Background: an optimization exercise with open tools, aiming at small area, a short achievable clock period and few clock cycles. Do not read the settings as production practice. In this exercise RTL edits were held to simulation tests only and were not proved equivalent to the original.

==> flow/design.v, too long to show whole: its modules and the start of the top module <==
// module bld_mul16: 1367 lines
// module bld_engine: 186 lines
// module bld_slot_op: 27 lines
// module bld_zones: 105 lines
// module bld_head: 214 lines
module bld_head (
    input  wire         clk,
    input  wire         rst,
    input  wire         cfg_we,
    input  wire [6:0]   cfg_addr,
    input  wire [31:0]  cfg_data,
    input  wire         in_valid,
    output wire         in_ready,
    input  wire         in_last,
    input  wire [12:0]  in_x,
    input  wire [12:0]  in_y,
    input  wire [7:0]   in_present,
    input  wire [127:0] in_l,
    input  wire [127:0] in_a,
    output reg          out_valid,
    output reg  [15:0]  out_v,
    output reg          out_lowered,
    output reg          out_raised,
    output reg          sum_valid,
    output wire [31:0]  sum_drive,
    output wire [20:0]  sum_clamped,
    output wire [20:0]  sum_lifted
);
  // ...
==> flow/run.sh <==
#!/bin/bash
# synth_recipe.tcl (not shown) runs the flow's synth.tcl, then flattens the netlist and writes it again
# the make line also repeats each setting of config.mk as NAME=value (left out here)
make -C /OpenROAD-flow-scripts/flow DESIGN_CONFIG=/design/flow/config.mk WORK_HOME=/design/flow/orfs CLKGATE_MAP_FILE= SYNTH_SCRIPT=/design/flow/synth_recipe.tcl finish
==> flow/config.mk <==
export PLATFORM = sky130hd
export DESIGN_NAME = bld_head
export DESIGN_NICKNAME = bld_head
export VERILOG_FILES = /design/flow/design.v
export SDC_FILE = /design/flow/constraint.sdc
export NUM_CORES = 4
export LEC_CHECK = 0
export CAP_MARGIN = 20
export CORE_MARGIN = 2
export CORE_UTILIZATION = 55
export PLACE_DENSITY = 0.65
export SLEW_MARGIN = 20
==> flow/constraint.sdc <==
create_clock -name core_clock -period 50.0 [get_ports {clk}]
set_input_delay 10.0000 -clock core_clock [delete_from_list [all_inputs] [get_ports {clk}]]
set_output_delay 10.0000 -clock core_clock [all_outputs]
set_load 0.01 [all_outputs]
==> flow_summary.toml, run 1 <==
[synthesis]
yosys_warnings = 14
synth-seq-cells = 3510
synthCells = 21000
synth_compound_area_share_pct = 12.9
synthTopCellsByCount = "inv_1, edfxtp_1, fa_1"

[cells_and_area]
final_cells = 27300
nFillCells = 34000
fin_area_mm2 = 0.255
area_growth_pct = 10.9

[setup_path]
critPathArrivalTime_ns = 15.06
cp.required_ns = 50.85
r2r_cells = 34
reg2reg_to = "b_cf[15]"

[global_routing]
track_usage_pct = 36.7
grt_max_degree = 153
grt_antenna_before_repair = 116

[status]
status = "no timing/DRC/antenna violations"

[clocking]
cts_buffers = 372
cts_resized = 0
cts_hold_buf = 0
root_buffer = "clkbuf_16"
clk_transition_reported_paths_ns = 0.06

[timing]
final-setup-viol-count = 0
setup_ws_ns = 35.79

[placed_design]
place_area_mm2 = 0.242
place_congestion = 1.04
dp_hpwl_mm = 572

[route]
top_layer = "met5"
totalWireLength_mm = 787
first_pass_iters = 10

[hold_path]
holdCritStartpoint = "b_rc[0]"
hp-class = "reg2reg"

[floorplan]
start_util_pct = 55.2
Testbench counts, summed over its fixed seeds: cycles 18,822.
==> run 2, diff against run 1 <==
--- a/flow/config.mk
+++ b/flow/config.mk
@@ -8,5 +8,5 @@
 export CAP_MARGIN = 20
 export CORE_MARGIN = 2
-export CORE_UTILIZATION = 55
-export PLACE_DENSITY = 0.65
+export CORE_UTILIZATION = 30
+export PLACE_DENSITY = 0.4
 export SLEW_MARGIN = 20
==> flow_summary.toml, run 2 <==
[setup_path]
crit_fanout = 62
critPathArrivalTime_ns = 15.60
critPathKind = "reg2reg"
end_kind = "flip-flop"
start_kind = "flip-flop"
cp_slowest_cell = "a221oi_1"
crit_path_max_incr_delay_ns = 0.99
cp.required_ns = 50.87

[clocking]
cts_sinks = 3510
postCtsSetupRepairBufs = 0
root_buffer = "clkbuf_16"
htreeDepth = 5
clk_transition_reported_paths_ns = 0.06
cts_resized = 0
cts_buffer_depth = 4
cts_hold_buf = 0
cts_buffers = 411
tritoncts = "yes"
clk_latency_ns = 1.11

[route]
vias = 168000
remaining_drc_errors = 0
antenna_left = 0
wl_per_cell_um = 28.6
drt_iter0_markers = 16900
first_pass_iters = 10
totalWireLength_mm = 920
routed_via_density = 5.23

[timing]
finClkSkew_ns = 0.164
fin_crit_sh_pct = 29.5
hold_viol_final = 0
rsz0062_at_grt = "false"
final-setup-viol-count = 0
timing.fmax_ghz = 0.0679
worst_slew_pin_slew_ns = 1.28
maxSlewHeadroom_pct = 14.3
min_period_ns = 14.73
tns_ns = 0
timing.final.max_slew_violations = 0

[global_routing]
grt_pass1_vias = 167000
grt_antenna_before_repair = 174
track_usage_pct = 23.1
grt_overflow = 0
grt_pass1_wl_mm = 1300
grt_max_degree = 104

[synthesis]
yosysTopAreaCellShare_pct = 36.7
yosysSeqAreaShare_pct = 42.8
yosys_warnings = 14
synthTopCellsByCount = "inv_1, edfxtp_1, fa_1"
avgSynthCellArea_um2 = 10.9
synth_edf_count = 2810
synth_cell_types = 120
synth-seq-cells = 3510
synthCells = 21000
synth_area_mm2 = 0.230
netlist_top_cells_area = "edfxtp_1, fa_1, dfxtp_1"
synth_most_common_cell = "inv_1"
yosys.area.top_type = "edfxtp_1"
ys.flop_type = "edfxtp_1"
async_reset_ff_share_pct = 0

[cells_and_area]
drive_above_1_share_pct = 8.84
final_cell_mix = "inv_1, edfxtp_1, fa_1"
final_common_cell = "inv_1"
area_growth_pct = 14.2
nets = 24600
reg.largest.list = "eng.u_eng.b_a (384), eng.u_eng.b_l (384)"

[status]
status = "no timing/DRC/antenna violations"

[floorplan]
rows = 321
core_area_mm2 = 0.764
die_x_um = 880
fp.dieH_um = 880
io-pin-count = 429
dieArea_mm2 = 0.774
start_util_pct = 30.1

[placed_design]
port_buffers = 424
place_congestion = 0.934
dp_hpwl_mm = 676

[hold_path]
hp-class = "reg2reg"

[run]
maxCapViolCount = 0
run 2: path summary, 6_finish.rpt:
path	startpoint	endpoint	slack, ns	depth (start not counted)
max	out_ptr[1]	b_cf[15]	35.27	33
min	eng[2].u_eng.s1_lop	eng[2].u_eng.s2_lop	0.30	0
max reg2reg	out_ptr[1]	b_cf[15]	35.27	33
min reg2reg	eng[2].u_eng.s1_lop	eng[2].u_eng.s2_lop	0.30	0
run 2: logic make-up (layout without fill, tap and decap cells):
kind of cell	after synthesis	after routing	share of synthesized area, %
compound gates	4038	4038	12.9
xor+xnor	544	544	2.07
fa+ha+maj	2878	2878	22.0
buf+inv	3866	4660	6.44
flops	3510	3510	42.8
mux	415	415	1.85
other cells	1	119	0.00163
simple gates	5788	5788	12.0
run 2: cell type report:
class	count	area [um^2]
diodes	115	288
clock buffers	532	11200
clock inverters	241	2680
fillers	76800	501000
inverters	2880	10800
multi-input cells	13700	118000
flip-flops and latches	3510	98400
well taps	10200	12700
repair buffers	1007	8620
run 2: layer usage:
layer,share of wire (%),up-vias,track usage [%]
met5,0.054,-,0
met4,3.4,74,6.83
met3,6.3,1158,3.40
met2,44,5843,36.0
met1,46,86700,33.3
li1,-,74200,-
run 2: through the flow:
step / util [%] / hold WS, ns / worst slack (ns) / area, um^2 / cells
after floorplan: - / 0.310 / 37.16 / 230000 / 21000
after global placement: 32.5 / 0.312 / 35.80 / 248000 / 31200
after detailed placement: 32.5 / 0.312 / 35.76 / 248000 / 31200
after CTS: 34.3 / 0.295 / 35.62 / 262000 / 32000
after global routing: 34.4 / 0.312 / 34.78 / 263000 / 32100
final: 34.4 / 0.304 / 35.27 / 263000 / 32100
run 2: critical path, delay by kind of cell (launching register included):
kind	cells	cell delay (ns)
compound gates	15	5.96
flops	1	0.29
fa+ha+maj	1	0.69
buf+inv	4	1.32
simple gates	13	6.08

-- what the ideal ports hide --
Ports are ideal in the flow. The routed layouts listed here were re-timed in OpenROAD. Step 1: set_driving_cell puts a clkbuf_16 on clk and a buf_2 on each other input, an assumption about the parent block. Step 2 adds t to the input delays and takes it off the output delays; t is the mean of the earliest and latest rising clock arrival at the registers after step 1. Input paths then give back, and output paths get back, about the clock's delay inside the block. Slacks: no drivers / after step 1 / after step 2; pairs: no drivers / after step 1.
run | t (ns) | setup WS [ns] | hold WS [ns] | slew at the worst register clock pin (ns) | worst slew at a driven data input, ns
run 1 | 1.087 | 35.792 / 35.792 / 35.792 | 0.314 / 0.314 / 0.314 | 0.08 / 0.08 | 0.53
run 2 | 1.166 | 35.272 / 35.272 / 35.272 | 0.304 / 0.304 / 0.304 | 0.09 / 0.09 | 0.37
After both steps every run listed still meets setup and hold.
